Context: an optimization exercise on an open-source flow, tuned for small area, a short achievable clock period and few clock cycles. The choices shown serve that exercise and are no tape-out recipe. The RTL was checked by simulation tests, not by an equivalence proof against the original design.

`flow/standard.sh`:
```
#!/bin/bash
# synth_recipe.tcl (not shown) runs the flow's synth.tcl, then flattens the netlist and writes it again
# the make line also repeats each setting of config.mk as NAME=value (left out here)
make -C /OpenROAD-flow-scripts/flow DESIGN_CONFIG=/design/flow/config.mk WORK_HOME=/design/flow/orfs CLKGATE_MAP_FILE= SYNTH_SCRIPT=/design/flow/synth_recipe.tcl "${@:-finish}"
```
`flow/design.v`:
```
module aes_sbox (
    input  wire [7:0] a,
    output wire [7:0] y
);
    wire U0, U1, U2, U3, U4, U5, U6, U7;
    assign {U0, U1, U2, U3, U4, U5, U6, U7} = a;
    wire T1, T2, T3, T4, T5, T6, T7, T8, T9, T10, T11, T12;
    wire T13, T14, T15, T16, T17, T18, T19, T20, T21, T22, T23, T24;
    wire T25, T26, T27, M1, M2, M3, M4, M5, M6, M7, M8, M9;
    wire M10, M11, M12, M13, M14, M15, M16, M17, M18, M19, M20, M21;
    wire M22, M23, M24, M25, M26, M27, M28, M29, M30, M31, M32, M33;
    wire M34, M35, M36, M37, M38, M39, M40, M41, M42, M43, M44, M45;
    wire M46, M47, M48, M49, M50, M51, M52, M53, M54, M55, M56, M57;
    wire M58, M59, M60, M61, M62, M63, L0, L1, L2, L3, L4, L5;
    wire L6, L7, L8, L9, L10, L11, L12, L13, L14, L15, L16, L17;
    wire L18, L19, L20, L21, L22, L23, L24, L25, L26, L27, L28, L29;
    wire S0, S1, S2, S3, S4, S5, S6, S7;
    assign T1 = U0 ^ U3;
    assign T2 = U0 ^ U5;
    assign T3 = U0 ^ U6;
    assign T4 = U3 ^ U5;
    assign T5 = U4 ^ U6;
    assign T6 = T1 ^ T5;
    assign T7 = U1 ^ U2;
    assign T8 = U7 ^ T6;
    assign T9 = U7 ^ T7;
    assign T10 = T6 ^ T7;
    assign T11 = U1 ^ U5;
    assign T12 = U2 ^ U5;
    assign T13 = T3 ^ T4;
    assign T14 = T6 ^ T11;
    assign T15 = T5 ^ T11;
    assign T16 = T5 ^ T12;
    assign T17 = T9 ^ T16;
    assign T18 = U3 ^ U7;
    assign T19 = T7 ^ T18;
    assign T20 = T1 ^ T19;
    assign T21 = U6 ^ U7;
    assign T22 = T7 ^ T21;
    assign T23 = T2 ^ T22;
    assign T24 = T2 ^ T10;
    assign T25 = T20 ^ T17;
    assign T26 = T3 ^ T16;
    assign T27 = T1 ^ T12;
    assign M1 = T13 & T6;
    assign M2 = T23 & T8;
    assign M3 = T14 ^ M1;
    assign M4 = T19 & U7;
    assign M5 = M4 ^ M1;
    assign M6 = T3 & T16;
    assign M7 = T22 & T9;
    assign M8 = T26 ^ M6;
    assign M9 = T20 & T17;
    assign M10 = M9 ^ M6;
    assign M11 = T1 & T15;
    assign M12 = T4 & T27;
    assign M13 = M12 ^ M11;
    assign M14 = T2 & T10;
    assign M15 = M14 ^ M11;
    assign M16 = M3 ^ M2;
    assign M17 = M5 ^ T24;
    assign M18 = M8 ^ M7;
    assign M19 = M10 ^ M15;
    assign M20 = M16 ^ M13;
    assign M21 = M17 ^ M15;
    assign M22 = M18 ^ M13;
    assign M23 = M19 ^ T25;
    assign M24 = M22 ^ M23;
    assign M25 = M22 & M20;
    assign M26 = M21 ^ M25;
    assign M27 = M20 ^ M21;
    assign M28 = M23 ^ M25;
    assign M29 = M28 & M27;
    assign M30 = M26 & M24;
    assign M31 = M20 & M23;
    assign M32 = M27 & M31;
    assign M33 = M27 ^ M25;
    assign M34 = M21 & M22;
    assign M35 = M24 & M34;
    assign M36 = M24 ^ M25;
    assign M37 = M21 ^ M29;
    assign M38 = M32 ^ M33;
    assign M39 = M23 ^ M30;
    assign M40 = M35 ^ M36;
    assign M41 = M38 ^ M40;
    assign M42 = M37 ^ M39;
    assign M43 = M37 ^ M38;
    assign M44 = M39 ^ M40;
    assign M45 = M42 ^ M41;
    assign M46 = M44 & T6;
    assign M47 = M40 & T8;
    assign M48 = M39 & U7;
    assign M49 = M43 & T16;
    assign M50 = M38 & T9;
    assign M51 = M37 & T17;
    assign M52 = M42 & T15;
    assign M53 = M45 & T27;
    assign M54 = M41 & T10;
    assign M55 = M44 & T13;
    assign M56 = M40 & T23;
    assign M57 = M39 & T19;
    assign M58 = M43 & T3;
    assign M59 = M38 & T22;
    assign M60 = M37 & T20;
    assign M61 = M42 & T1;
    assign M62 = M45 & T4;
    assign M63 = M41 & T2;
    assign L0 = M61 ^ M62;
    assign L1 = M50 ^ M56;
    assign L2 = M46 ^ M48;
    assign L3 = M47 ^ M55;
    assign L4 = M54 ^ M58;
    assign L5 = M49 ^ M61;
    assign L6 = M62 ^ L5;
    assign L7 = M46 ^ L3;
    assign L8 = M51 ^ M59;
    assign L9 = M52 ^ M53;
    assign L10 = M53 ^ L4;
    assign L11 = M60 ^ L2;
    assign L12 = M48 ^ M51;
    assign L13 = M50 ^ L0;
    assign L14 = M52 ^ M61;
    assign L15 = M55 ^ L1;
    assign L16 = M56 ^ L0;
    assign L17 = M57 ^ L1;
    assign L18 = M58 ^ L8;
    assign L19 = M63 ^ L4;
    assign L20 = L0 ^ L1;
    assign L21 = L1 ^ L7;
    assign L22 = L3 ^ L12;
    assign L23 = L18 ^ L2;
    assign L24 = L15 ^ L9;
    assign L25 = L6 ^ L10;
    assign L26 = L7 ^ L9;
    assign L27 = L8 ^ L10;
    assign L28 = L11 ^ L14;
    assign L29 = L11 ^ L17;
    assign S0 = L6 ^ L24;
    assign S1 = ~(L16 ^ L26);
    assign S2 = ~(L19 ^ L28);
    assign S3 = L6 ^ L21;
    assign S4 = L20 ^ L22;
    assign S5 = L25 ^ L29;
    assign S6 = ~(L13 ^ L27);
    assign S7 = ~(L6 ^ L23);
    assign y = {S0, S1, S2, S3, S4, S5, S6, S7};
endmodule
module aes_sbox_a (
    input  wire [7:0]  a,
    output wire [21:0] m
);
    wire U0, U1, U2, U3, U4, U5, U6, U7;
    assign {U0, U1, U2, U3, U4, U5, U6, U7} = a;
    wire T1, T2, T3, T4, T5, T6, T7, T8, T9, T10, T11, T12;
    wire T13, T14, T15, T16, T17, T18, T19, T20, T21, T22, T23, T24;
    wire T25, T26, T27, M1, M2, M3, M4, M5, M6, M7, M8, M9;
    wire M10, M11, M12, M13, M14, M15, M16, M17, M18, M19, M20, M21;
    wire M22, M23, M24, M25, M26, M27, M28, M29, M30, M31, M32, M33;
    wire M34, M35, M36, M37, M38, M39, M40;
    assign T1 = U0 ^ U3;
    assign T2 = U0 ^ U5;
    assign T3 = U0 ^ U6;
    assign T4 = U3 ^ U5;
    assign T5 = U4 ^ U6;
    assign T6 = T1 ^ T5;
    assign T7 = U1 ^ U2;
    assign T8 = U7 ^ T6;
    assign T9 = U7 ^ T7;
    assign T10 = T6 ^ T7;
    assign T11 = U1 ^ U5;
    assign T12 = U2 ^ U5;
    assign T13 = T3 ^ T4;
    assign T14 = T6 ^ T11;
    assign T15 = T5 ^ T11;
    assign T16 = T5 ^ T12;
    assign T17 = T9 ^ T16;
    assign T18 = U3 ^ U7;
    assign T19 = T7 ^ T18;
    assign T20 = T1 ^ T19;
    assign T21 = U6 ^ U7;
    assign T22 = T7 ^ T21;
    assign T23 = T2 ^ T22;
    assign T24 = T2 ^ T10;
    assign T25 = T20 ^ T17;
    assign T26 = T3 ^ T16;
    assign T27 = T1 ^ T12;
    assign M1 = T13 & T6;
    assign M2 = T23 & T8;
    assign M3 = T14 ^ M1;
    assign M4 = T19 & U7;
    assign M5 = M4 ^ M1;
    assign M6 = T3 & T16;
    assign M7 = T22 & T9;
    assign M8 = T26 ^ M6;
    assign M9 = T20 & T17;
    assign M10 = M9 ^ M6;
    assign M11 = T1 & T15;
    assign M12 = T4 & T27;
    assign M13 = M12 ^ M11;
    assign M14 = T2 & T10;
    assign M15 = M14 ^ M11;
    assign M16 = M3 ^ M2;
    assign M17 = M5 ^ T24;
    assign M18 = M8 ^ M7;
    assign M19 = M10 ^ M15;
    assign M20 = M16 ^ M13;
    assign M21 = M17 ^ M15;
    assign M22 = M18 ^ M13;
    assign M23 = M19 ^ T25;
    assign M24 = M22 ^ M23;
    assign M25 = M22 & M20;
    assign M26 = M21 ^ M25;
    assign M27 = M20 ^ M21;
    assign M28 = M23 ^ M25;
    assign M29 = M28 & M27;
    assign M30 = M26 & M24;
    assign M31 = M20 & M23;
    assign M32 = M27 & M31;
    assign M33 = M27 ^ M25;
    assign M34 = M21 & M22;
    assign M35 = M24 & M34;
    assign M36 = M24 ^ M25;
    assign M37 = M21 ^ M29;
    assign M38 = M32 ^ M33;
    assign M39 = M23 ^ M30;
    assign M40 = M35 ^ M36;
    assign m = {M37, M38, M39, M40, T6, T8, U7, T16, T9, T17, T15, T27, T10, T13, T23, T19, T3, T22, T20, T1, T4, T2};
endmodule
module aes_sbox_b (
    input  wire [21:0] m,
    output wire [7:0]  y
);
    wire M37, M38, M39, M40, T6, T8, U7, T16, T9, T17, T15, T27;
    wire T10, T13, T23, T19, T3, T22, T20, T1, T4, T2;
    assign {M37, M38, M39, M40, T6, T8, U7, T16, T9, T17, T15, T27, T10, T13, T23, T19, T3, T22, T20, T1, T4, T2} = m;
    wire M41, M42, M43, M44, M45, M46, M47, M48, M49, M50, M51, M52;
    wire M53, M54, M55, M56, M57, M58, M59, M60, M61, M62, M63, L0;
    wire L1, L2, L3, L4, L5, L6, L7, L8, L9, L10, L11, L12;
    wire L13, L14, L15, L16, L17, L18, L19, L20, L21, L22, L23, L24;
    wire L25, L26, L27, L28, L29;
    wire S0, S1, S2, S3, S4, S5, S6, S7;
    assign M41 = M38 ^ M40;
    assign M42 = M37 ^ M39;
    assign M43 = M37 ^ M38;
    assign M44 = M39 ^ M40;
    assign M45 = M42 ^ M41;
    assign M46 = M44 & T6;
    assign M47 = M40 & T8;
    assign M48 = M39 & U7;
    assign M49 = M43 & T16;
    assign M50 = M38 & T9;
    assign M51 = M37 & T17;
    assign M52 = M42 & T15;
    assign M53 = M45 & T27;
    assign M54 = M41 & T10;
    assign M55 = M44 & T13;
    assign M56 = M40 & T23;
    assign M57 = M39 & T19;
    assign M58 = M43 & T3;
    assign M59 = M38 & T22;
    assign M60 = M37 & T20;
    assign M61 = M42 & T1;
    assign M62 = M45 & T4;
    assign M63 = M41 & T2;
    assign L0 = M61 ^ M62;
    assign L1 = M50 ^ M56;
    assign L2 = M46 ^ M48;
    assign L3 = M47 ^ M55;
    assign L4 = M54 ^ M58;
    assign L5 = M49 ^ M61;
    assign L6 = M62 ^ L5;
    assign L7 = M46 ^ L3;
    assign L8 = M51 ^ M59;
    assign L9 = M52 ^ M53;
    assign L10 = M53 ^ L4;
    assign L11 = M60 ^ L2;
    assign L12 = M48 ^ M51;
    assign L13 = M50 ^ L0;
    assign L14 = M52 ^ M61;
    assign L15 = M55 ^ L1;
    assign L16 = M56 ^ L0;
    assign L17 = M57 ^ L1;
    assign L18 = M58 ^ L8;
    assign L19 = M63 ^ L4;
    assign L20 = L0 ^ L1;
    assign L21 = L1 ^ L7;
    assign L22 = L3 ^ L12;
    assign L23 = L18 ^ L2;
    assign L24 = L15 ^ L9;
    assign L25 = L6 ^ L10;
    assign L26 = L7 ^ L9;
    assign L27 = L8 ^ L10;
    assign L28 = L11 ^ L14;
    assign L29 = L11 ^ L17;
    assign S0 = L6 ^ L24;
    assign S1 = ~(L16 ^ L26);
    assign S2 = ~(L19 ^ L28);
    assign S3 = L6 ^ L21;
    assign S4 = L20 ^ L22;
    assign S5 = L25 ^ L29;
    assign S6 = ~(L13 ^ L27);
    assign S7 = ~(L6 ^ L23);
    assign y = {S0, S1, S2, S3, S4, S5, S6, S7};
endmodule
module aes_ring #(parameter TW = 2) (
    input  wire          clk,
    input  wire          rst,
    output wire          free,        
    input  wire          ins_v,
    input  wire [127:0]  ins_blk,     
    input  wire [TW-1:0] ins_tag,
    input  wire          key_go,      
    input  wire [255:0]  key,
    output wire          key_busy,    
    output reg           out_v,       
    output reg  [127:0]  out_blk,
    output reg  [TW-1:0] out_tag
);
    localparam MW = 16 * 22;
    reg [127:0]  xs [0:6];
    reg          xv [0:6];
    reg          xp [0:6];
    reg [TW-1:0] xt [0:6];
    reg [MW-1:0] ms [0:6];
    reg          mv [0:6];
    reg          mp [0:6];
    reg [TW-1:0] mt [0:6];
    reg [127:0]  rk [1:14];
    assign free = ~(mv[6] & ~mp[6]);
    function [7:0] xtime(input [7:0] b);
        xtime = {b[6:0], 1'b0} ^ (b[7] ? 8'h1b : 8'h00);
    endfunction
    function [127:0] shift_rows(input [127:0] s);
        integer r, c;
        begin
            for (c = 0; c < 4; c = c + 1)
                for (r = 0; r < 4; r = r + 1)
                    shift_rows[127 - 8*(4*c + r) -: 8] = s[127 - 8*(4*((c + r) % 4) + r) -: 8];
        end
    endfunction
    function [127:0] mix_columns(input [127:0] s);
        integer c;
        reg [7:0] a0, a1, a2, a3;
        begin
            for (c = 0; c < 4; c = c + 1) begin
                a0 = s[127 - 32*c -: 8];
                a1 = s[119 - 32*c -: 8];
                a2 = s[111 - 32*c -: 8];
                a3 = s[103 - 32*c -: 8];
                mix_columns[127 - 32*c -: 8] = xtime(a0 ^ a1) ^ a1 ^ (a2 ^ a3);
                mix_columns[119 - 32*c -: 8] = xtime(a1 ^ a2) ^ a2 ^ (a3 ^ a0);
                mix_columns[111 - 32*c -: 8] = xtime(a2 ^ a3) ^ a3 ^ (a0 ^ a1);
                mix_columns[103 - 32*c -: 8] = xtime(a3 ^ a0) ^ a0 ^ (a1 ^ a2);
            end
        end
    endfunction
    genvar s, i;
    generate
        for (s = 0; s < 7; s = s + 1) begin : g_st
            wire [MW-1:0] m;
            for (i = 0; i < 16; i = i + 1) begin : g_sa
                aes_sbox_a u_sa (.a(xs[s][127 - 8*i -: 8]), .m(m[MW - 1 - 22*i -: 22]));
            end
            always @(posedge clk) begin
                ms[s] <= m;
                mp[s] <= xp[s];
                mt[s] <= xt[s];
                if (rst) mv[s] <= 1'b0;
                else     mv[s] <= xv[s];
            end
            wire [127:0] sub;
            for (i = 0; i < 16; i = i + 1) begin : g_sb
                aes_sbox_b u_sb (.m(ms[s][MW - 1 - 22*i -: 22]), .y(sub[127 - 8*i -: 8]));
            end
            wire [127:0] sr  = shift_rows(sub);
            wire [127:0] rkr = mp[s] ? rk[s + 8] : rk[s + 1];
            wire [127:0] o   = mix_columns(sr) ^ rkr;
            if (s < 6) begin : g_mid
                always @(posedge clk) begin
                    xs[s+1] <= o;
                    xp[s+1] <= mp[s];
                    xt[s+1] <= mt[s];
                    if (rst) xv[s+1] <= 1'b0;
                    else     xv[s+1] <= mv[s];
                end
            end else begin : g_last
                wire recirc = mv[6] & ~mp[6];
                always @(posedge clk) begin
                    xs[0]   <= recirc ? o : ins_blk;
                    xp[0]   <= recirc;
                    xt[0]   <= recirc ? mt[6] : ins_tag;
                    out_blk <= sr ^ rk[14];
                    out_tag <= mt[6];
                    if (rst) begin
                        xv[0] <= 1'b0;
                        out_v <= 1'b0;
                    end else begin
                        xv[0] <= recirc | ins_v;
                        out_v <= mv[6] & mp[6];
                    end
                end
            end
        end
    endgenerate
    reg  [4:0]   kc;
    reg  [255:0] kw;                  
    reg  [87:0]  km;
    assign key_busy = kc != 5'd0;
    wire [87:0]  kmn;
    wire [31:0]  ksw;
    generate
        for (i = 0; i < 4; i = i + 1) begin : g_ks
            aes_sbox_a u_ka (.a(kw[8*i +: 8]), .m(kmn[22*i +: 22]));
            aes_sbox_b u_kb (.m(km[22*i +: 22]), .y(ksw[8*i +: 8]));
        end
    endgenerate
    wire [3:0]  kk   = kc[4:1] + 4'd1;    
    reg  [7:0]  rcon;
    always @(*) begin
        case (kk[3:1])
            3'd1: rcon = 8'h01;
            3'd2: rcon = 8'h02;
            3'd3: rcon = 8'h04;
            3'd4: rcon = 8'h08;
            3'd5: rcon = 8'h10;
            3'd6: rcon = 8'h20;
            default: rcon = 8'h40;
        endcase
    end
    wire [31:0] kt = kk[0] ? ksw : ({ksw[23:0], ksw[31:24]} ^ {rcon, 24'h0});
    wire [31:0] w0 = kw[255:224], w1 = kw[223:192], w2 = kw[191:160], w3 = kw[159:128];
    wire [31:0] w01 = w0 ^ w1;
    wire [127:0] knew = {w0 ^ kt, w01 ^ kt, (w01 ^ w2) ^ kt, (w01 ^ (w2 ^ w3)) ^ kt};
    integer r;
    always @(posedge clk) begin
        if (key_go) kw <= key;
        else if (kc[0] && kc != 5'd1) kw <= {kw[127:0], knew};
        km <= kmn;
        if (kc == 5'd1) rk[1] <= kw[127:0];
        for (r = 2; r <= 14; r = r + 1)
            if (kc == 2*r - 1) rk[r] <= knew;
        if (rst)
            kc <= 5'd0;
        else if (key_go)
            kc <= 5'd1;
        else if (kc != 5'd0)
            kc <= (kc == 5'd27) ? 5'd0 : kc + 5'd1;
    end
endmodule
module gcm_top (
    input  wire         clk,
    input  wire         rst,
    input  wire         cmd_valid,
    output wire         cmd_ready,
    input  wire [2:0]   cmd_op,
    input  wire [255:0] cmd_data,
    input  wire [4:0]   cmd_nbytes,
    output reg          out_valid,
    output reg          out_tag,
    output reg  [127:0] out_data
);
    localparam OP_KEY = 3'd0, OP_START = 3'd1, OP_AAD = 3'd2, OP_TEXT = 3'd3, OP_FINISH = 3'd4;
    localparam D  = 20;                 
    localparam Q  = 16;                  
    localparam K_CTR = 2'd0, K_J0 = 2'd1, K_H = 2'd2;
    reg         rdy;
    reg         s1_v, sk_v;
    reg [2:0]   s1_op, sk_op;
    reg [255:0] s1_d, sk_d;
    reg [4:0]   s1_n, sk_n;
    assign cmd_ready = rdy;
    wire xfer = cmd_valid & rdy;
    reg [255:0] key;
    reg [95:0]  ivk;           
    reg [31:0]  ctr;           
    reg         hq, jq;        
    reg         f_spec;        
    reg         f_open;        
    reg signed [6:0] f_dlt;    
    reg [5:0]   fly;           
    reg [5:0]   cnt;           
    reg [4:0]   rd, wr;
    reg [127:0] ks  [0:D-1];
    reg [1:0]   ksk [0:D-1];
    reg [2:0]   cq_op [0:Q-1];
    reg [127:0] cq_d  [0:Q-1];
    reg [4:0]   cq_n  [0:Q-1];
    reg [5:0]   cq_cnt;
    reg [4:0]   cq_rd, cq_wr;
    reg         decrypt;
    reg [127:0] h, ej0;
    reg [56:0]  len_a;         
    reg [60:0]  len_c;         
    reg [127:0] gin;
    reg         gin_v, gin_last, gin_h2;
    wire s1_key = s1_op == OP_KEY;
    wire s1_st  = s1_op == OP_START;
    wire s1_txt = s1_op == OP_TEXT;
    wire s1_fin = s1_op == OP_FINISH;
    wire s1_use = s1_op <= OP_FINISH;        
    wire f_done = ~f_open & ~f_dlt[6];       
    wire cq_full = cq_cnt == Q;
    wire k_busy;
    wire s1_can = ~s1_use | (~cq_full & (s1_key ? (f_done & ~hq & ~jq & ~k_busy) :
                                         s1_st  ? (f_done & ~jq) : 1'b1));
    wire s1_go  = s1_v & s1_can;
    wire enq    = s1_go & s1_use;
    wire s1_free = ~s1_v | s1_can;
    wire e_key  = s1_go & s1_key;
    wire e_st   = s1_go & s1_st;
    wire e_txt  = s1_go & s1_txt;
    wire e_fin  = s1_go & s1_fin;
    wire         r_free, r_ov;
    wire [127:0] r_out;
    wire [1:0]   r_otag;
    wire room    = ({1'b0, cnt} + {1'b0, fly}) < D;
    wire ins_h   = hq;
    wire ins_j   = ~hq & jq;
    wire ins_c   = ~hq & ~jq & (f_open | f_dlt[6]);
    wire ins_v   = (ins_h | ins_j | ins_c) & room;
    wire do_ins  = ins_v & r_free;
    wire [95:0]  ins_hi = ins_h ? key[255:160] : ivk;
    wire [31:0]  ins_lo = (ins_h ? 32'd0 : ins_j ? 32'd1 : ctr) ^ key[159:128];
    wire [1:0]   ins_tag = ins_h ? K_H : ins_j ? K_J0 : K_CTR;
    aes_ring #(.TW(2)) u_ring (
        .clk(clk), .rst(rst), .free(r_free), .ins_v(ins_v), .ins_blk({ins_hi, ins_lo}),
        .ins_tag(ins_tag), .key_go(do_ins & ins_h), .key(key), .key_busy(k_busy),
        .out_v(r_ov), .out_blk(r_out), .out_tag(r_otag)
    );
    wire [2:0]   c_op  = cq_op[cq_rd];
    wire [127:0] c_d   = cq_d[cq_rd];
    wire [4:0]   c_n   = cq_n[cq_rd];
    wire         c_v   = cq_cnt != 6'd0;
    wire         k_v   = cnt != 6'd0;
    wire [127:0] k_d   = ks[rd];
    wire [1:0]   k_k   = ksk[rd];
    wire c_key = c_op == OP_KEY;
    wire c_st  = c_op == OP_START;
    wire c_aad = c_op == OP_AAD;
    wire c_txt = c_op == OP_TEXT;
    wire c_fin = c_op == OP_FINISH;
    wire junk  = c_v & (c_key | c_st) & k_v & (k_k == K_CTR);
    wire g_busy;
    wire g_idle = ~gin_v & ~g_busy;
    wire x_key = c_v & c_key & k_v & (k_k == K_H) & g_idle;
    wire x_st  = c_v & c_st & k_v & (k_k == K_J0) & g_idle;
    wire x_aad = c_v & c_aad;
    wire x_txt = c_v & c_txt & k_v;
    wire x_fin = c_v & c_fin;
    wire deq   = x_key | x_st | x_aad | x_txt | x_fin;
    wire pop   = junk | x_key | x_st | x_txt;
    wire push  = r_ov;
    function [127:0] byte_mask(input [4:0] n);
        integer k;
        begin
            for (k = 0; k < 16; k = k + 1)
                byte_mask[127 - 8*k -: 8] = (k < n) ? 8'hFF : 8'h00;
        end
    endfunction
    wire [4:0]   n_eff = (c_n == 5'd0 || c_n > 5'd16) ? 5'd16 : c_n;
    wire [127:0] tmask = byte_mask(n_eff);
    wire [127:0] ctext = (c_d ^ k_d) & tmask;
    wire [127:0] ptext = c_d & tmask;
    wire         g_last;
    wire [127:0] g_sum;
    ghash_pipe u_gh (
        .clk(clk), .rst(rst), .clr(x_key | x_st), .in_v(gin_v), .in_x(gin),
        .in_last(gin_last), .in_h2(gin_h2), .h(h), .busy(g_busy),
        .o_last(g_last), .o_sum(g_sum)
    );
    always @(posedge clk) begin
        if (s1_free) begin
            s1_op <= sk_v ? sk_op : cmd_op;
            s1_d  <= sk_v ? sk_d  : cmd_data;
            s1_n  <= sk_v ? sk_n  : cmd_nbytes;
        end
        if (~sk_v) begin
            sk_op <= cmd_op;
            sk_d  <= cmd_data;
            sk_n  <= cmd_nbytes;
        end
        if (e_key) key <= s1_d;
        if (e_st) ivk <= s1_d[95:0] ^ key[255:160];
        if (e_st)
            ctr <= 32'd2;
        else if (do_ins & ins_c)
            ctr <= ctr + 32'd1;
        if (enq) begin
            cq_op[cq_wr] <= s1_op;
            cq_d[cq_wr]  <= s1_d[127:0];
            cq_n[cq_wr]  <= s1_n;
        end
        if (push) begin
            ks[wr]  <= r_out;
            ksk[wr] <= r_otag;
        end
        if (x_key) h <= k_d;
        if (x_st) begin
            ej0     <= k_d;
            decrypt <= c_d[96];
        end
        gin_last <= x_fin | x_key;
        gin_h2   <= x_key;
        if (x_key) gin <= k_d;
        if (x_aad) gin <= c_d;
        if (x_txt) gin <= decrypt ? ptext : ctext;
        if (x_fin) gin <= {len_a, 7'd0, len_c, 3'd0};
        if (x_st) begin
            len_a <= 57'd0;
            len_c <= 61'd0;
        end else begin
            if (x_aad) len_a <= len_a + 57'd1;
            if (x_txt) len_c <= len_c + {56'd0, n_eff};
        end
        if (x_txt)       out_data <= ctext;
        else if (g_last) out_data <= g_sum ^ ej0;
        out_tag <= g_last;
        if (rst) begin
            s1_v      <= 1'b0;
            sk_v      <= 1'b0;
            rdy       <= 1'b0;
            hq        <= 1'b0;
            jq        <= 1'b0;
            f_spec    <= 1'b0;
            f_open    <= 1'b0;
            f_dlt     <= 7'sd0;
            fly       <= 6'd0;
            cnt       <= 6'd0;
            rd        <= 5'd0;
            wr        <= 5'd0;
            cq_cnt    <= 6'd0;
            cq_rd     <= 5'd0;
            cq_wr     <= 5'd0;
            gin_v     <= 1'b0;
            out_valid <= 1'b0;
        end else begin
            if (s1_free) s1_v <= sk_v | xfer;
            sk_v <= ~s1_free & (sk_v | xfer);
            rdy  <= ~(~s1_free & (sk_v | xfer));
            if (e_key) hq <= 1'b1;
            else if (do_ins & ins_h) hq <= 1'b0;
            if (e_st) jq <= 1'b1;
            else if (do_ins & ins_j) jq <= 1'b0;
            if (e_st) f_spec <= 1'b1;
            else if (e_fin | e_txt) f_spec <= 1'b0;
            if (e_st) f_open <= 1'b1;
            else if (e_fin) f_open <= 1'b0;
            if (e_st)
                f_dlt <= 7'sd0;
            else
                f_dlt <= f_dlt + {6'd0, do_ins & ins_c} - {6'd0, e_txt};
            fly <= fly + {5'd0, do_ins} - {5'd0, r_ov};
            cnt <= cnt + {5'd0, push} - {5'd0, pop};
            if (push) wr <= (wr == D - 1) ? 5'd0 : wr + 5'd1;
            if (pop)  rd <= (rd == D - 1) ? 5'd0 : rd + 5'd1;
            cq_cnt <= cq_cnt + {5'd0, enq} - {5'd0, deq};
            if (enq) cq_wr <= (cq_wr == Q - 1) ? 5'd0 : cq_wr + 5'd1;
            if (deq) cq_rd <= (cq_rd == Q - 1) ? 5'd0 : cq_rd + 5'd1;
            gin_v <= x_key | x_aad | x_txt | x_fin;
            out_valid <= x_txt | g_last;
        end
    end
endmodule
module clmul #(parameter N = 16) (
    input  wire [N-1:0]   a,
    input  wire [N-1:0]   b,
    output wire [2*N-2:0] p
);
    generate
        if (N <= 8) begin : g_school
            reg [2*N-2:0] r;
            integer i, j;
            always @(*) begin
                r = {(2*N-1){1'b0}};
                for (i = 0; i < N; i = i + 1)
                    for (j = 0; j < N; j = j + 1)
                        r[i+j] = r[i+j] ^ (a[i] & b[j]);
            end
            assign p = r;
        end else begin : g_kara
            localparam H = N / 2;
            wire [2*H-2:0] p0, p1, p2;
            clmul #(H) u_lo  (.a(a[H-1:0]), .b(b[H-1:0]), .p(p0));
            clmul #(H) u_hi  (.a(a[N-1:H]), .b(b[N-1:H]), .p(p2));
            clmul #(H) u_mid (.a(a[H-1:0] ^ a[N-1:H]), .b(b[H-1:0] ^ b[N-1:H]), .p(p1));
            wire [2*H-2:0] m = p1 ^ (p0 ^ p2);
            assign p = {p2, 1'b0, p0} ^ {{(H-1){1'b0}}, m, {H{1'b0}}};
        end
    endgenerate
endmodule
module kpre #(parameter N = 128, parameter L = 27) (
    input  wire [N-1:0]    a,
    input  wire [N-1:0]    b,
    output wire [16*L-1:0] la,
    output wire [16*L-1:0] lb
);
    generate
        if (N == 16) begin : g_leaf
            assign la = a;
            assign lb = b;
        end else begin : g_node
            localparam H = N / 2, LH = L / 3;
            kpre #(H, LH) u_lo  (.a(a[H-1:0]), .b(b[H-1:0]),
                                 .la(la[16*LH-1:0]), .lb(lb[16*LH-1:0]));
            kpre #(H, LH) u_hi  (.a(a[N-1:H]), .b(b[N-1:H]),
                                 .la(la[32*LH-1:16*LH]), .lb(lb[32*LH-1:16*LH]));
            kpre #(H, LH) u_mid (.a(a[H-1:0] ^ a[N-1:H]), .b(b[H-1:0] ^ b[N-1:H]),
                                 .la(la[48*LH-1:32*LH]), .lb(lb[48*LH-1:32*LH]));
        end
    endgenerate
endmodule
module kpost #(parameter N = 128, parameter L = 27) (
    input  wire [31*L-1:0] lp,
    output wire [2*N-2:0]  p
);
    generate
        if (N == 16) begin : g_leaf
            assign p = lp;
        end else begin : g_node
            localparam H = N / 2, LH = L / 3;
            wire [2*H-2:0] p0, p1, p2;
            kpost #(H, LH) u_lo  (.lp(lp[31*LH-1:0]),       .p(p0));
            kpost #(H, LH) u_hi  (.lp(lp[62*LH-1:31*LH]),   .p(p2));
            kpost #(H, LH) u_mid (.lp(lp[93*LH-1:62*LH]),   .p(p1));
            wire [2*H-2:0] m = p1 ^ (p0 ^ p2);
            assign p = {p2, 1'b0, p0} ^ {{(H-1){1'b0}}, m, {H{1'b0}}};
        end
    endgenerate
endmodule
module ghash_pipe (
    input  wire         clk,
    input  wire         rst,
    input  wire         clr,        
    input  wire         in_v,       
    input  wire [127:0] in_x,
    input  wire         in_last,    
    input  wire         in_h2,      
    input  wire [127:0] h,
    output wire         busy,       
    output reg          o_last,     
    output wire [127:0] o_sum       
);
    reg [127:0] y0, y1, h2;
    reg         par;                
    wire [127:0] a  = (par ? y1 : y0) ^ in_x;
    wire [127:0] b  = in_last ? h : h2;
    wire [127:0] ar, br;
    genvar i;
    generate
        for (i = 0; i < 128; i = i + 1) begin : g_rev
            assign ar[i] = a[127 - i];
            assign br[i] = b[127 - i];
        end
    endgenerate
    wire [16*27-1:0] la, lb;
    kpre #(128, 27) u_pre (.a(ar), .b(br), .la(la), .lb(lb));
    wire [31*27-1:0] lp;
    generate
        for (i = 0; i < 27; i = i + 1) begin : g_leaf
            clmul #(16) u_m (.a(la[16*i +: 16]), .b(lb[16*i +: 16]), .p(lp[31*i +: 31]));
        end
    endgenerate
    reg [31*27-1:0] s_lp;
    reg             s_v, s_par, s_last, s_h2;
    wire [254:0] p;
    kpost #(128, 27) u_post (.lp(s_lp), .p(p));
    wire [126:0] hi = p[254:128];
    wire [133:0] f  = ({7'b0, hi} ^ {6'b0, hi, 1'b0}) ^ ({5'b0, hi, 2'b0} ^ {hi, 7'b0});
    wire [5:0]   g  = f[133:128];
    wire [12:0]  gf = ({7'b0, g} ^ {6'b0, g, 1'b0}) ^ ({5'b0, g, 2'b0} ^ {g, 7'b0});
    wire [127:0] zr = (p[127:0] ^ f[127:0]) ^ {115'b0, gf};
    wire [127:0] z;
    generate
        for (i = 0; i < 128; i = i + 1) begin : g_zrev
            assign z[127 - i] = zr[i];
        end
    endgenerate
    assign busy  = s_v;
    assign o_sum = y0 ^ y1;
    always @(posedge clk) begin
        s_lp   <= lp;
        s_par  <= par;
        s_last <= in_last;
        s_h2   <= in_h2;
        if (s_v & s_h2)               h2 <= z;
        if (s_v & ~s_h2 & ~s_par)     y0 <= z;
        else if (clr)                 y0 <= 128'd0;
        if (s_v & ~s_h2 & s_par)      y1 <= z;
        else if (clr)                 y1 <= 128'd0;
        if (rst) begin
            s_v    <= 1'b0;
            par    <= 1'b0;
            o_last <= 1'b0;
        end else begin
            s_v    <= in_v;
            o_last <= s_v & s_last & ~s_h2;
            if (clr)       par <= 1'b0;
            else if (in_v) par <= ~par;
        end
    end
endmodule
```
`flow/constraint.sdc`:
```
create_clock -name core_clock -period 11.0 [get_ports {clk}]
set_input_delay 2.2000 -clock core_clock [delete_from_list [all_inputs] [get_ports {clk}]]
set_output_delay 2.2000 -clock core_clock [all_outputs]
set_load 0.01 [all_outputs]
```
`flow/config.mk`:
```
export PLATFORM = sky130hd
export DESIGN_NAME = gcm_top
export DESIGN_NICKNAME = gcm_top
export VERILOG_FILES = /design/flow/design.v
export SDC_FILE = /design/flow/constraint.sdc
export NUM_CORES = 8
export LEC_CHECK = 0
export ABC_CLOCK_PERIOD_IN_PS = 5000
export CAP_MARGIN = 40
export CORE_MARGIN = 2
export CORE_UTILIZATION = 40
export SLEW_MARGIN = 40
```
`flow/flow/run.sh`:
```
#!/bin/bash
set -euo pipefail
bash standard.sh SETUP_SLACK_MARGIN=6.5 finish > flow.log 2>&1
```
==> results of run 1 <==
per-layer routing:
metal | vias up | routed length, um
li1 | 200000 | -
met1 | 225000 | 1040000
met2 | 24500 | 1080000
met3 | 4531 | 277000
met4 | 62 | 178000
met5 | - | 916
placed cells by master (no fill, tap or decap), drive strengths merged, types with 441 or more instances in the layout:
master,count
inv,1262
edfxtp,8327
clkbuf,1997
nand2,7835
xnor2,14500
mux4,1440
nor2,2761
mux2i,1612
xor2,6681
o22ai,441
o21ai,1133
diode,1389
a21oi,1341
clkinv,450
mux2,594
dfxtp,4972
buf,1945
what timing repair did:
| action | in CTS | in global routing |
|---|---|---|
| gates resized for setup | 802 | 316 |
| setup buffers | 105 | 68 |
| endpoints found under the setup margin | 3702 | 1260 |
| pin swaps | 62 | 67 |
| cloned | 25 | 11 |
logic make-up (layout without fill, tap and decap cells):
kind of cell | count (synthesis) | count (layout) | synth area share [%]
xor gates and xnor gates | 21200 | 21200 | 27.6
muxes | 3646 | 3646 | 8.08
buffers and inverters | 3335 | 6211 | 1.88
AOI/OAI and AO/OA | 4021 | 4021 | 3.44
DFF | 13300 | 13300 | 51.1
other | 0 | 1389 | 0
adders and majority gates | 294 | 294 | 0.543
and+or+nand+nor | 12200 | 12200 | 7.29
per-stage QoR:
| step | std cells | cell area (sq um) |
|---|---|---|
| finish | 85000 | 790000 |
| global route | 84700 | 789000 |
| floorplan | 58100 | 684000 |
| CTS | 83500 | 783000 |
| global placement | 80600 | 724000 |
| detailed placement | 80700 | 730000 |
worst max path at each step:
stage	slack, ps	endpoint	startpoint
6_report	6130	out_data[18]	out_data[18]
2_1_floorplan	-11880	u_ring.kw[0]	u_ring.kc[1]
3_5_place_dp	4470	len_c[60]	flip-flop
4_1_cts	6170	out_data[19]	out_data[19]
5_1_grt	6180	out_data[18]	out_data[18]
3_3_place_gp	4510	len_c[60]	flip-flop
registers in the layout, summed over array words and instances, names as in the netlist, 256 cells and up, named ones only:
name and count:
sk_d 256, key 256, u_ring.kw 256, ks 2560, u_ring.ms 2464, u_ring.rk 1792
u_ring.xs 896, cq_d 2048, s1_d 256, u_gh.s_lp 837
cell type report:
class                      count  area share, %
sequential                 13300           44.3
antenna                     1389          0.440
tap                        22700           3.59
clock buffer                1981           5.29
inverter                    1223          0.590
clock inverter               707          0.976
timing repair buffer        2300           2.77
multi-input combinational  41500           42.1
==> flow_metrics.tcl, run 1 <==
set metrics [dict create \
    hold_viol_final 0 \
    yosysMostFrequentCell "xnor2_1" \
    drt-initial-drc-count 62900 \
    dieArea_sq_um 1720000 \
    crit_family "flip-flops" \
    setup_viol 0 \
    hpwlAfterDp_um 1880000 \
    rr_worst_depth 13 \
    grt_overflow 0 \
    avgSynthCellArea_sq_um 11.8 \
    critPathSlowestCell "edfxtp_1" \
    finalWorstSetupSlack_ps 6130 \
    core_area_sq_um 1710000 \
    initial_core_util_pct 40.1 \
    synth_top_area_share_pct 36.6 \
    yosys.area.top_type "edfxtp_1" \
    cp-start-kind "flip-flop" \
    clock_sinks 13300 \
    cap_violations 0 \
    grt_max_degree 190 \
    grt_pass1_wl_um 3450000 \
    worstSetupEndpointType "output port" \
    vias_per_cell 5.33 \
    antenna_found_initial 385 \
    yosysWarnings 22 \
    worstPathRequired_ps 8800 \
    vias 453000 \
    fin_skew_ps 184 \
    synth_common_cells "14400 x xnor2_1, 8327 x edfxtp_1, 7831 x nand2_1" \
    critPathKind "reg2out" \
    cts-htree-levels 7 \
    grtUsageTotal_pct 28.6 \
    grt.busiest_layer "met2" \
    finalNetCount 60300 \
    place.gp.congestion 1.03 \
    finalMaxSlewViolations 0 \
    drc_errors 0 \
    clk_latency_ps 1390 \
    min_period_over_period_pct 44.3 \
    synthDistinctLibCells 71 \
    arrival_ps 2670 \
    port_buffers 397 \
    synth_edf_count 8327 \
    grtUsageMet1_pct 39.4 \
    r2r-start "u_gh.s_lp[49]" \
    routed_wl_um 2570000 \
    synthArstFlopShare_pct 0 \
    final_core_utilization_pct 46.3 \
    drive_gt1_share_pct 12.8 \
    synth.top_cells.by_area "edfxtp_1 37%, xnor2_1 18%, dfxtp_1 15%" \
    clockBufferDepth 6 \
    post_drt_wl_per_cell_um 30.3 \
    holdWs_ps 323 \
    max-slew-margin-rel_pct 27.5 \
    fillers 154000 \
    cts_root_buffer "clkbuf_16" \
    numCtsBuffers 1500 \
    ys_seq_area_share_pct 51.1 \
    regArea_sq_um 350000 \
    crit_fanout 12 \
    synth_seq_cells 13300 \
    setup_tns_ps 0 \
    io_pins 398 \
    tritoncts "done" \
    use_met3_pct 6.52 \
    place_ws_ps 4470 \
    ant_nets 0 \
    worst_hold_startpoint "u_ring.mt[5][0]" \
    clk_pin_slew_ps 60 \
    rsz0062_at_grt "true" \
    hold_path_depth 0 \
    synthCells 58100 \
    layout_min_cycle_time_ps 4870 \
    hold_buffers 0 \
    max_freq_ghz 0.205 \
    ff2ff_setup_slack_ps 6280 \
    first_global_vias 419000 \
    min_to "u_ring.xt[6][0]" \
    path_cells "buf_2" \
    synth_ff_type "edfxtp_1" \
    multiInputGateArea_sq_um 332000 \
    drt_pass1_iterations 9 \
    netlist_area_sq_um 684000 \
    syn_nets 58600 \
    worst_slew_pin_slew_ps 1090 \
    met2_usage_pct 41.0 \
    r2r_end "u_gh.y0[123]" \
    path_buf_inv 1 \
    crit_cells 1 \
    num_rows 480 \
    hp-class "reg2reg" \
    die_h_um 1310 \
    dieWidth_um 1310 \
    areaGrowthSynthToFinish_pct 15.5 \
    status "complete, no violations" \
    slowest_delay_ps 1040 \
]
Testbench counts, summed over its fixed seeds: cycles 2,771.
==> inputs of run 2 (changes only) <==
--- a/flow/design.v
+++ b/flow/design.v
@@ -312,9 +312,9 @@
     input  wire          key_go,      
     input  wire [255:0]  key,
     output wire          key_busy,    
-    output reg           out_v,       
-    output reg  [127:0]  out_blk,
-    output reg  [TW-1:0] out_tag
+    output wire          out_v,       
+    output wire [127:0]  out_blk,
+    output wire [TW-1:0] out_tag
 );
     localparam MW = 16 * 22;
     reg [127:0]  xs [0:6];
@@ -385,19 +385,15 @@
                 end
             end else begin : g_last
                 wire recirc = mv[6] & ~mp[6];
+                assign out_v   = mv[6] & mp[6];
+                assign out_blk = sr ^ rk[14];
+                assign out_tag = mt[6];
                 always @(posedge clk) begin
                     xs[0]   <= recirc ? o : ins_blk;
                     xp[0]   <= recirc;
                     xt[0]   <= recirc ? mt[6] : ins_tag;
-                    out_blk <= sr ^ rk[14];
-                    out_tag <= mt[6];
-                    if (rst) begin
-                        xv[0] <= 1'b0;
-                        out_v <= 1'b0;
-                    end else begin
-                        xv[0] <= recirc | ins_v;
-                        out_v <= mv[6] & mp[6];
-                    end
+                    if (rst) xv[0] <= 1'b0;
+                    else     xv[0] <= recirc | ins_v;
                 end
             end
         end
@@ -461,7 +457,7 @@
 );
     localparam OP_KEY = 3'd0, OP_START = 3'd1, OP_AAD = 3'd2, OP_TEXT = 3'd3, OP_FINISH = 3'd4;
     localparam D  = 20;                 
-    localparam Q  = 16;                  
+    localparam Q  = 20;                  
     localparam K_CTR = 2'd0, K_J0 = 2'd1, K_H = 2'd2;
     reg         rdy;
     reg         s1_v, sk_v;
@@ -612,8 +608,7 @@
             if (x_aad) len_a <= len_a + 57'd1;
             if (x_txt) len_c <= len_c + {56'd0, n_eff};
         end
-        if (x_txt)       out_data <= ctext;
-        else if (g_last) out_data <= g_sum ^ ej0;
+        out_data <= x_txt ? ctext : (g_sum ^ ej0);    
         out_tag <= g_last;
         if (rst) begin
             s1_v      <= 1'b0;
==> flow_metrics.tcl, run 2 <==
set metrics [dict create \
    status "complete, no violations" \
    critPathKind "reg2reg" \
    dieWidth_um 1330 \
    hp-class "reg2reg" \
    clockBufferDepth 6 \
    final_core_utilization_pct 46.5 \
    vias_per_cell 5.43 \
    clk_pin_slew_ps 60 \
    max_freq_ghz 0.211 \
    reg.largest.list "cq_d: 2560 flops, ks: 2560 flops, u_ring.ms: 2464 flops" \
    synthCells 58900 \
    synthArstFlopShare_pct 0 \
    layout_min_cycle_time_ps 4750 \
    final_cells 85900 \
    numCtsBuffers 1555 \
    grtUsageTotal_pct 29.5 \
    finalNetCount 61400 \
    yosysWarnings 22 \
    drt-initial-drc-count 63700 \
    yosys.area_share.adder_pct 0.531 \
    worstSetupEndpointType "flip-flop" \
    drt_pass1_iterations 6 \
    hpwlAfterDp_um 1970000 \
    syn_nets 59500 \
    synth_top_area_share_pct 37.4 \
    tritoncts "done" \
    max-slew-margin-rel_pct 28.1 \
    layout_commonest_cell "xnor2_1" \
    fin_skew_ps 192 \
    die_h_um 1330 \
    post_drt_wl_per_cell_um 31.5 \
    yosysMostFrequentCell "xnor2_1" \
    cp-start-kind "flip-flop" \
    rsz0062_at_grt "true" \
    synthMuxAreaShare_pct 8.50 \
    areaGrowthSynthToFinish_pct 16.1 \
    synth.top_cells.by_area "edfxtp_1 37%, xnor2_1 18%, dfxtp_1 14%" \
    yosys.area.top_type "edfxtp_1" \
    grt_pass1_wl_um 3620000 \
    cap_violations 0 \
    synth_top_family_by_area "XOR/XNOR gates" \
    synthXorXnorAreaFrac_pct 27.0 \
    layout_common_cells "13600 x xnor2_1, 8743 x edfxtp_1, 8035 x nand2_1" \
    clock_sinks 13700 \
    setup_viol 0 \
    crit_fanout 7 \
    antenna_found_initial 363 \
    clk_latency_ps 1390 \
    arrival_ps 6030 \
    place.gp.congestion 1.05 \
    num_rows 486 \
    dieArea_sq_um 1760000 \
    drive_gt1_share_pct 13.8 \
    cts_root_buffer "clkbuf_16" \
    ys_seq_area_share_pct 51.6 \
    grt_max_degree 149 \
    io_pins 398 \
    synthDistinctLibCells 81 \
    synth_compound_area_share_pct 3.30 \
    initial_core_util_pct 40.1 \
    synth_seq_cells 13700 \
    cts-htree-levels 7 \
    min_period_over_period_pct 43.2 \
    hold_viol_final 0 \
    worst_slew_pin_slew_ps 1070 \
    core_area_sq_um 1750000 \
    worstPathRequired_ps 12290 \
    avgSynthCellArea_sq_um 11.9 \
    port_buffers 397 \
    finalMaxSlewViolations 0 \
    grt_overflow 0 \
    netlist_area_sq_um 702000 \
    synth_ff_type "edfxtp_1" \
    synth_common_cells "14400 x xnor2_1, 8743 x edfxtp_1, 8057 x nand2_1" \
    synth_edf_count 8743 \
    routed_wl_um 2700000 \
    drc_errors 0 \
    first_global_vias 435000 \
    placedCellCount 82100 \
    vias 467000 \
    yosys.area_share.simple_pct 7.20 \
    ant_nets 0 \
]
==> run 2: cell types whose count changed in the layout (fill, tap and decap cells not counted), moves of 100 or more <==
cell / change
buf_4: +186
dfxtp_1: -100
diode_2: -678
nand2_1: +228
mux4_2: +151
edfxtp_1: +416
==> run 2: cell type report <==
| cell class | count | area, sq um |
|---|---|---|
| Fill cell | 158000 | 935000 |
| Multi-Input combinational cell | 41800 | 341000 |
| Timing Repair Buffer | 2497 | 24700 |
| Sequential cell | 13700 | 362000 |
| Tap cell | 23200 | 29000 |
| Antenna cell | 711 | 1780 |
| Clock buffer | 2065 | 43300 |
| Timing Repair inverter | 2 | 17.5 |
| Inverter | 1213 | 4620 |
| Clock inverter | 717 | 7590 |
==> run 2: per-stage QoR <==
| step | TNS (ps) | instance area (sq um) | hold WS [ps] | worst slack, ps |
|---|---|---|---|---|
| CTS | 0 | 809000 | 239 | 6200 |
| finish | 0 | 815000 | 236 | 6250 |
| detailed placement | 0 | 752000 | 312 | 4030 |
| global placement | 0 | 745000 | 310 | 3890 |
| floorplan | -3039380 | 702000 | 310 | -11870 |
| global route | 0 | 814000 | 242 | 6060 |
==> run 2: cells by family after synthesis <==
logic type / Yosys count
AO/OA/AOI/OAI: 3952
buffers and inverters: 3366
multiplexers: 3891
flip-flops: 13700
adder cells (fa/ha/maj): 295
XOR/XNOR: 21200
AND/OR/NAND/NOR: 12400
==> run 2: worst paths after layout <==
path	startpoint	end	slack [ps]	depth (start not counted)
worst max register to register	flip-flop	len_c[59]	6250	22
worst min register to register	u_ring.xt[0][0]	u_ring.mt[0][0]	240	0
worst max-delay path	flip-flop	len_c[59]	6250	22
worst min-delay path	u_ring.xt[0][0]	u_ring.mt[0][0]	240	0
==> run 2: worst max-delay path, cell delays in order, from the launching register on <==
cell and delay [ps]:
dfxtp_4 380, buf_12 110, buf_16 110, buf_16 120, buf_12 110, mux4_2 490
mux4_2 510, mux2i_4 500, ha_4 330, buf_6 120, nor2_4 160, ha_4 220
a21o_1 180, a21oi_2 210, nor2b_4 70, o21ai_2 160, nand2b_1 100, and2_4 240
nand3_4 110, nor2_4 60, and2_4 170, xnor2_2 150, nor2_1 50
==> run 2: routing by layer <==
metal | up-vias | GRT usage, % | wire, um
li1 | 203000 | - | -
met1 | 234000 | 40.1 | 1090000
met2 | 25300 | 42.9 | 1140000
met3 | 4555 | 8.23 | 309000
met4 | 114 | 15.6 | 166000
met5 | - | 0 | 897
==> run 2: timing repair <==
item / 4_1_cts / 5_1_grt
setup endpoints to repair: 4759 / 1806
cloned: 35 / 10
hold buffers: 0 / 0
pin swaps: 70 / 74
resized for setup: 834 / 345
buffers inserted: 162 / 87
Testbench counts of run 2, summed over its fixed seeds: cycles 2,649.
==> inputs of run 3 (changes only) <==
--- a/flow/design.v
+++ b/flow/design.v
@@ -480,13 +480,13 @@
     reg [1:0]   ksk [0:D-1];
     reg [2:0]   cq_op [0:Q-1];
     reg [127:0] cq_d  [0:Q-1];
-    reg [4:0]   cq_n  [0:Q-1];
+    reg [4:0]   cq_n  [0:Q-1];     
+    reg [56:0]  len_a;         
+    reg [60:0]  len_c;         
     reg [5:0]   cq_cnt;
     reg [4:0]   cq_rd, cq_wr;
     reg         decrypt;
     reg [127:0] h, ej0;
-    reg [56:0]  len_a;         
-    reg [60:0]  len_c;         
     reg [127:0] gin;
     reg         gin_v, gin_last, gin_h2;
     wire s1_key = s1_op == OP_KEY;
@@ -506,6 +506,7 @@
     wire e_st   = s1_go & s1_st;
     wire e_txt  = s1_go & s1_txt;
     wire e_fin  = s1_go & s1_fin;
+    wire e_aad  = s1_go & (s1_op == OP_AAD);
     wire         r_free, r_ov;
     wire [127:0] r_out;
     wire [1:0]   r_otag;
@@ -546,6 +547,13 @@
     wire deq   = x_key | x_st | x_aad | x_txt | x_fin;
     wire pop   = junk | x_key | x_st | x_txt;
     wire push  = r_ov;
+    function [63:0] incr64(input [63:0] v);
+        integer k;
+        begin
+            for (k = 0; k < 64; k = k + 1)
+                incr64[k] = v[k] ^ (&(v | ~((64'd1 << k) - 64'd1)));
+        end
+    endfunction
     function [127:0] byte_mask(input [4:0] n);
         integer k;
         begin
@@ -553,10 +561,14 @@
                 byte_mask[127 - 8*k -: 8] = (k < n) ? 8'hFF : 8'h00;
         end
     endfunction
-    wire [4:0]   n_eff = (c_n == 5'd0 || c_n > 5'd16) ? 5'd16 : c_n;
-    wire [127:0] tmask = byte_mask(n_eff);
+    wire [127:0] tmask = byte_mask(c_n);
     wire [127:0] ctext = (c_d ^ k_d) & tmask;
     wire [127:0] ptext = c_d & tmask;
+    wire [4:0]   n_eff = (s1_n == 5'd0 || s1_n > 5'd16) ? 5'd16 : s1_n;
+    wire [63:0]  inc_a = incr64({7'd0, len_a});
+    wire [5:0]   lc_lo = {1'b0, len_c[4:0]} + {1'b0, n_eff};
+    wire [63:0]  inc_c = incr64({8'd0, len_c[60:5]});
+    wire [55:0]  lc_hi = lc_lo[5] ? inc_c[55:0] : len_c[60:5];
     wire         g_last;
     wire [127:0] g_sum;
     ghash_pipe u_gh (
@@ -583,8 +595,8 @@
             ctr <= ctr + 32'd1;
         if (enq) begin
             cq_op[cq_wr] <= s1_op;
-            cq_d[cq_wr]  <= s1_d[127:0];
-            cq_n[cq_wr]  <= s1_n;
+            cq_d[cq_wr]  <= s1_fin ? {len_a, 7'd0, len_c, 3'd0} : s1_d[127:0];
+            cq_n[cq_wr]  <= n_eff;
         end
         if (push) begin
             ks[wr]  <= r_out;
@@ -598,15 +610,14 @@
         gin_last <= x_fin | x_key;
         gin_h2   <= x_key;
         if (x_key) gin <= k_d;
-        if (x_aad) gin <= c_d;
+        if (x_aad | x_fin) gin <= c_d;
         if (x_txt) gin <= decrypt ? ptext : ctext;
-        if (x_fin) gin <= {len_a, 7'd0, len_c, 3'd0};
-        if (x_st) begin
+        if (e_st) begin
             len_a <= 57'd0;
             len_c <= 61'd0;
         end else begin
-            if (x_aad) len_a <= len_a + 57'd1;
-            if (x_txt) len_c <= len_c + {56'd0, n_eff};
+            if (e_aad) len_a <= inc_a[56:0];
+            if (e_txt) len_c <= {lc_hi, lc_lo[4:0]};
         end
         out_data <= x_txt ? ctext : (g_sum ^ ej0);    
         out_tag <= g_last;
==> flow/flow/run.sh (replaced) <==
#!/bin/bash
set -euo pipefail
bash standard.sh SETUP_SLACK_MARGIN=6.8 finish > flow.log 2>&1
--- a/flow/config.mk
+++ b/flow/config.mk
@@ -8,5 +8,6 @@
 export ABC_CLOCK_PERIOD_IN_PS = 5000
 export CAP_MARGIN = 40
 export CORE_MARGIN = 2
-export CORE_UTILIZATION = 40
+export CORE_UTILIZATION = 55
+export PLACE_DENSITY = 0.7
 export SLEW_MARGIN = 40
==> flow_metrics.tcl, run 3 <==
set metrics [dict create \
    io_pins 398 \
    synth_edf_count 8753 \
    port_buffers 397 \
    synthCells 58600 \
    crit_family "multiplexers" \
    synth_seq_cells 13700 \
    areaGrowthSynthToFinish_pct 16.5 \
    ant_nets 1 \
    core_area_sq_um 1270000 \
    reg.largest.list "cq_d: 2560 flops, ks: 2560 flops, u_ring.ms: 2464 flops" \
    ys_seq_area_share_pct 51.6 \
    yosysWarnings 22 \
    layout_commonest_cell "xnor2_1" \
    syn_nets 59200 \
    initial_core_util_pct 55.1 \
    dieWidth_um 1130 \
    avgSynthCellArea_sq_um 12.0 \
    arrival_ps 5690 \
    drt_pass1_iterations 7 \
    cts-htree-levels 7 \
    layout_common_cells "13400 x xnor2_1, 8753 x edfxtp_1, 7966 x nand2_1" \
    worstSetupEndpointType "flip-flop" \
    cts_root_buffer "clkbuf_16" \
    rsz0062_at_grt "true" \
    yosys.area_share.adder_pct 0.551 \
    holdWs_ps 319 \
    clk_pin_slew_ps 70 \
    first_global_vias 444000 \
    netlist_area_sq_um 702000 \
    cp-start-kind "flip-flop" \
    setup_viol 0 \
    min_period_over_period_pct 40.8 \
    yosys.area.top_type "edfxtp_1" \
    dieArea_sq_um 1290000 \
    finalMaxSlewViolations 0 \
    antenna_found_initial 408 \
    drc_errors 0 \
    worst_slew_pin_slew_ps 1150 \
    clk_latency_ps 1400 \
    synthXorXnorAreaFrac_pct 27.1 \
    place.gp.congestion 1.10 \
    routed_wl_um 2800000 \
    synth_common_cells "14300 x xnor2_1, 8753 x edfxtp_1, 7995 x nand2_1" \
    synthArstFlopShare_pct 0 \
    clock_sinks 13700 \
    yosys.area_share.simple_pct 7.10 \
    grt_pass1_wl_um 3700000 \
    fin_skew_ps 139 \
    slowest_delay_ps 600 \
    synth_top_family_by_area "XOR/XNOR gates" \
    hp-class "reg2reg" \
    finalNetCount 61700 \
    num_rows 415 \
    die_h_um 1130 \
    vias_per_cell 6.06 \
    so_faults "antenna rules" \
    hpwlAfterDp_um 1980000 \
    layout_min_cycle_time_ps 4490 \
    numCtsBuffers 1499 \
    synth_top_area_share_pct 37.4 \
    placedCellCount 75800 \
    yosysMostFrequentCell "xnor2_1" \
    drt-initial-drc-count 75600 \
    post_drt_wl_per_cell_um 35.1 \
    grt_max_degree 128 \
    path_buf_inv 6 \
    max-slew-margin-rel_pct 23.2 \
    synth.top_cells.by_area "edfxtp_1 37%, xnor2_1 18%, dfxtp_1 14%" \
    max_freq_ghz 0.223 \
    tritoncts "done" \
    worstPathRequired_ps 12200 \
    critPathSlowestCell "mux4_2" \
    grt_overflow 0 \
    synth_ff_type "edfxtp_1" \
    synthMuxAreaShare_pct 8.65 \
    synthDistinctLibCells 82 \
    vias 484000 \
    drive_gt1_share_pct 15.7 \
    final_cells 79900 \
    clockBufferDepth 6 \
    path_cells "buf_12 > mux4_2 > mux4_2 > mux2i_4 > buf_6 > xor2_4 > nor3_4 > buf_12 > nor2_4 > nand2_8 > ha_4 > inv_2 > ha_4 > inv_2 > fa_2 > inv_2 > a21oi_2 > nor2_1 > nor2_1 > xor2_1 > nor2_1" \
    critPathKind "reg2reg" \
    grtUsageTotal_pct 41.8 \
    hold_viol_final 0 \
    crit_fanout 6 \
    cap_violations 0 \
    status "finished with violations" \
    synth_compound_area_share_pct 3.20 \
]
[run 3: changes by cell type in the layout (fill, tap and decap cells not counted), sizes merged, moves of 62 or more]
cell         before   now
nand2          8060  7997
o22ai           438   563
mux2            606   723
a21oi          1247  1140
buf            2067  2654
nor2           2771  2680
a32oi            63     1
dlygate4sd2     129     1
[run 3: path summary, 6_finish.rpt]
path / start / end / slack [ps] / depth (start not counted)
max: flip-flop / cq_cnt[4] / 6510 / 21
min reg2reg: u_ring.mt[1][1] / u_ring.xt[2][1] / 320 / 0
max reg2reg: flip-flop / cq_cnt[4] / 6510 / 21
min: u_ring.mt[1][1] / u_ring.xt[2][1] / 320 / 0
[run 3: kinds of logic (layout without fill, tap and decap cells)]
group / count (synthesis) / in the layout
XOR/XNOR: 21200 / 21200
flip-flops: 13700 / 13700
AND/OR/NAND/NOR: 12300 / 12300
multiplexers: 3984 / 3984
AO/OA/AOI/OAI: 3865 / 3865
buffers and inverters: 3294 / 6893
adder cells (fa/ha/maj): 306 / 306
other: 0 / 761
[run 3: what timing repair did]
| action | in CTS | in global routing |
|---|---|---|
| cloned | 69 | 36 |
| pin swaps | 128 | 140 |
| resized for setup | 1990 | 743 |
| hold buffers | 0 | 0 |
| buffers inserted | 284 | 290 |
| setup endpoints to repair | 6093 | 2468 |
[run 3: final cells by class]
cell class              instances  area, sq um
fillers                     95900       457000
flip-flops and latches      13700       363000
multi-input cells           41600       347000
clock buffers                1981        41500
repair buffers               3026        32100
well taps                   16900        21100
clock inverters               683         7080
inverters                    1201         4620
diodes                        761         1900
repair inverters                2         13.8
[run 3: layer usage]
metal / up-vias / global-route usage [%] / routed length (um) / part of all wire (%)
li1: 203000 / - / - / -
met1: 238000 / 55.0 / 1030000 / 37
met2: 35500 / 57.0 / 1130000 / 40
met3: 7053 / 17.1 / 428000 / 15
met4: 124 / 26.9 / 219000 / 7.8
met5: - / 0.926 / 2280 / 0.081
[run 3: stage by stage]
stage	utilization, %	setup WS, ps	area (sq um)	TNS [ps]
2_1_floorplan	-	-11870	702000	-3038770
3_3_place_gp	58.0	4380	740000	0
3_5_place_dp	58.6	4670	747000	0
4_1_cts	63.3	6610	807000	0
5_1_grt	64.1	6470	817000	0
6_report	64.2	6510	818000	0
Testbench counts of run 3, summed over its fixed seeds: cycles 2,649.
==> inputs of run 4 (changes only) <==
--- a/flow/config.mk
+++ b/flow/config.mk
@@ -8,6 +8,5 @@
 export ABC_CLOCK_PERIOD_IN_PS = 5000
 export CAP_MARGIN = 40
 export CORE_MARGIN = 2
-export CORE_UTILIZATION = 55
-export PLACE_DENSITY = 0.7
+export CORE_UTILIZATION = 40
 export SLEW_MARGIN = 40
==> flow_metrics.tcl, run 4 <==
set metrics [dict create \
    status "complete, no violations" \
    rsz0062_at_grt "true" \
    initial_core_util_pct 40.1 \
    syn_nets 59200 \
    layout_commonest_cell "xnor2_1" \
    yosys.area.top_type "edfxtp_1" \
    reg.largest.list "cq_d: 2560 flops, ks: 2560 flops, u_ring.ms: 2464 flops" \
    layout_min_cycle_time_ps 4450 \
    multiInputGateArea_sq_um 346000 \
    crit_fanout 3 \
    worstPathRequired_ps 12050 \
    fin_skew_ps 158 \
    grt_overflow 0 \
    antenna_found_initial 365 \
    drt-initial-drc-count 65000 \
    areaGrowthSynthToFinish_pct 17.4 \
    layout_common_cells "13300 x xnor2_1, 8753 x edfxtp_1, 7969 x nand2_1" \
    clk_latency_ps 1390 \
    synthArstFlopShare_pct 0 \
    tritoncts "done" \
    r2r-start "u_gh.s_lp[97]" \
    worstSetupEndpointType "flip-flop" \
    crit_start "u_gh.s_lp[97]" \
    routed_wl_um 2780000 \
    first_global_vias 435000 \
    hold_buffers 0 \
    place_ws_ps 4670 \
    synth_common_cells "14300 x xnor2_1, 8753 x edfxtp_1, 7995 x nand2_1" \
    finalMaxSlewViolations 0 \
    dieArea_sq_um 1770000 \
    placedCellCount 82100 \
    ys_seq_area_share_pct 51.6 \
    synth.top_cells.by_area "edfxtp_1 37%, xnor2_1 18%, dfxtp_1 14%" \
    cap_violations 0 \
    port_buffers 397 \
    hold_viol_final 0 \
    clock_sinks 13700 \
    grt_max_degree 142 \
    avgSynthCellArea_sq_um 12.0 \
    min_period_over_period_pct 40.5 \
    ant_nets 0 \
    core_area_sq_um 1750000 \
    num_rows 486 \
    final_cells 86000 \
    hp-class "reg2reg" \
    hold_path_depth 0 \
    yosysWarnings 22 \
    regArea_sq_um 363000 \
    finalWorstSetupSlack_ps 6550 \
    numCtsBuffers 1528 \
    setup_viol 0 \
    drc_errors 0 \
    dieWidth_um 1330 \
    die_h_um 1330 \
    synth_edf_count 8753 \
    final_core_utilization_pct 47.1 \
    fillers 156000 \
    setup_tns_ps 0 \
    r2r_end "u_gh.y1[107]" \
    cp-start-kind "flip-flop" \
    drive_gt1_share_pct 15.7 \
    synth_top_area_share_pct 37.4 \
    vias_per_cell 5.45 \
    synth_ff_type "edfxtp_1" \
    synthCells 58600 \
    clk_pin_slew_ps 70 \
    max-slew-margin-rel_pct 24.3 \
    cts_root_buffer "clkbuf_16" \
    drt_pass1_iterations 6 \
    clockBufferDepth 6 \
    grt_pass1_wl_um 3700000 \
    synth_seq_cells 13700 \
    finalNetCount 61600 \
    yosysMostFrequentCell "xnor2_1" \
    synthDistinctLibCells 82 \
    post_drt_wl_per_cell_um 32.4 \
    rr_worst_depth 10 \
    arrival_ps 5500 \
    cts-htree-levels 7 \
    ff2ff_setup_slack_ps 6550 \
    netlist_area_sq_um 702000 \
    max_freq_ghz 0.225 \
    hpwlAfterDp_um 2050000 \
    setup.worst_path.end "u_gh.y1[107]" \
    io_pins 398 \
    place.gp.congestion 1.06 \
    critPathKind "reg2reg" \
    vias 469000 \
    grtUsageTotal_pct 30.4 \
    worst_slew_pin_slew_ps 1130 \
]
## run 4: cell counts after synthesis
No cell type changed its count.
## run 4: cell type report
type | instances | share of cell area (%)
Multi-Input combinational cell | 41600 | 42.0
Clock buffer | 1993 | 5.12
Inverter | 1201 | 0.555
Clock inverter | 748 | 0.915
Tap cell | 23200 | 3.52
Antenna cell | 577 | 0.175
Timing Repair Buffer | 2956 | 3.77
Sequential cell | 13700 | 44.0
## run 4: cell families (layout without fill, tap and decap cells)
group	after synthesis	in the layout	synth area share (%)
AOI/OAI and AO/OA	3865	3865	3.20
xor gates and xnor gates	21200	21200	27.1
adders and majority gates	306	306	0.551
buffers and inverters	3294	6898	1.85
DFF	13700	13700	51.6
muxes	3984	3984	8.65
other	0	577	0
and+or+nand+nor	12300	12300	7.10
## run 4: per-layer routing
layer | share of wire [%] | GRT usage, %
met1 | 40 | 41.4
met2 | 41 | 42.9
met3 | 12 | 9.23
met4 | 6.5 | 16.9
met5 | 0.026 | 0
## run 4: stage by stage
step	instance area, sq um	hold slack (ps)
CTS	816000	321
finish	825000	301
global route	824000	323
floorplan	702000	310
detailed placement	754000	312
global placement	747000	311
## run 4: worst min-delay path by stage
stage / from / endpoint / slack (ps)
floorplan: gin_h2 / u_gh.s_h2 / 310
global placement: u_ring.xt[3][0] / u_ring.mt[3][0] / 310
detailed placement: u_ring.xp[3] / u_ring.mp[3] / 310
CTS: u_ring.xp[2] / u_ring.mp[2] / 320
global route: u_ring.xp[2] / u_ring.mp[2] / 320
finish: gin_h2 / u_gh.s_h2 / 300
## run 4: worst max-delay path, stage by stage (launching register included)
cell and delay, ps:
dfxtp_1 390, xnor2_2 600, xnor2_1 210, xnor2_2 540, xnor2_1 210, xor2_1 610, xnor2_2 380, xnor2_1 230
xnor2_1 240, xnor2_2 590, nor2_1 110
## run 4: timing repair
item | 4_1_cts | 5_1_grt
gates cloned | 34 | 18
pin swaps | 126 | 100
setup buffers | 323 | 226
setup endpoints to repair | 6272 | 1616
gates resized for setup | 2144 | 628

afterwards: timing with drivers on the ports:
The results above use ideal ports. As a check the final layouts listed here were re-extracted and re-timed, cells and wires unchanged.
Step 1, drivers: a clkbuf_16 drives clk and a buf_2 each remaining input, both assumed.
Step 2 also shifts input and output timing later by t, the mid clock arrival at the registers, as if the neighbouring blocks saw the same clock.
Three values: no drivers, after step 1, after step 2; two values: the first two.
| run | t (ns) | slack for setup (ns) | latest minus earliest clock arrival (ns) |
|---|---|---|---|
| run 1 | 1.493 | 6.131 / 5.935 / 6.282 | 0.214 / 0.215 |
| run 2 | 1.513 | 6.253 / 6.253 / 6.253 | 0.247 / 0.246 |
| run 3 | 1.502 | 6.511 / 6.511 / 6.511 | 0.158 / 0.157 |
| run 4 | 1.496 | 6.550 / 6.550 / 6.550 | 0.177 / 0.177 |
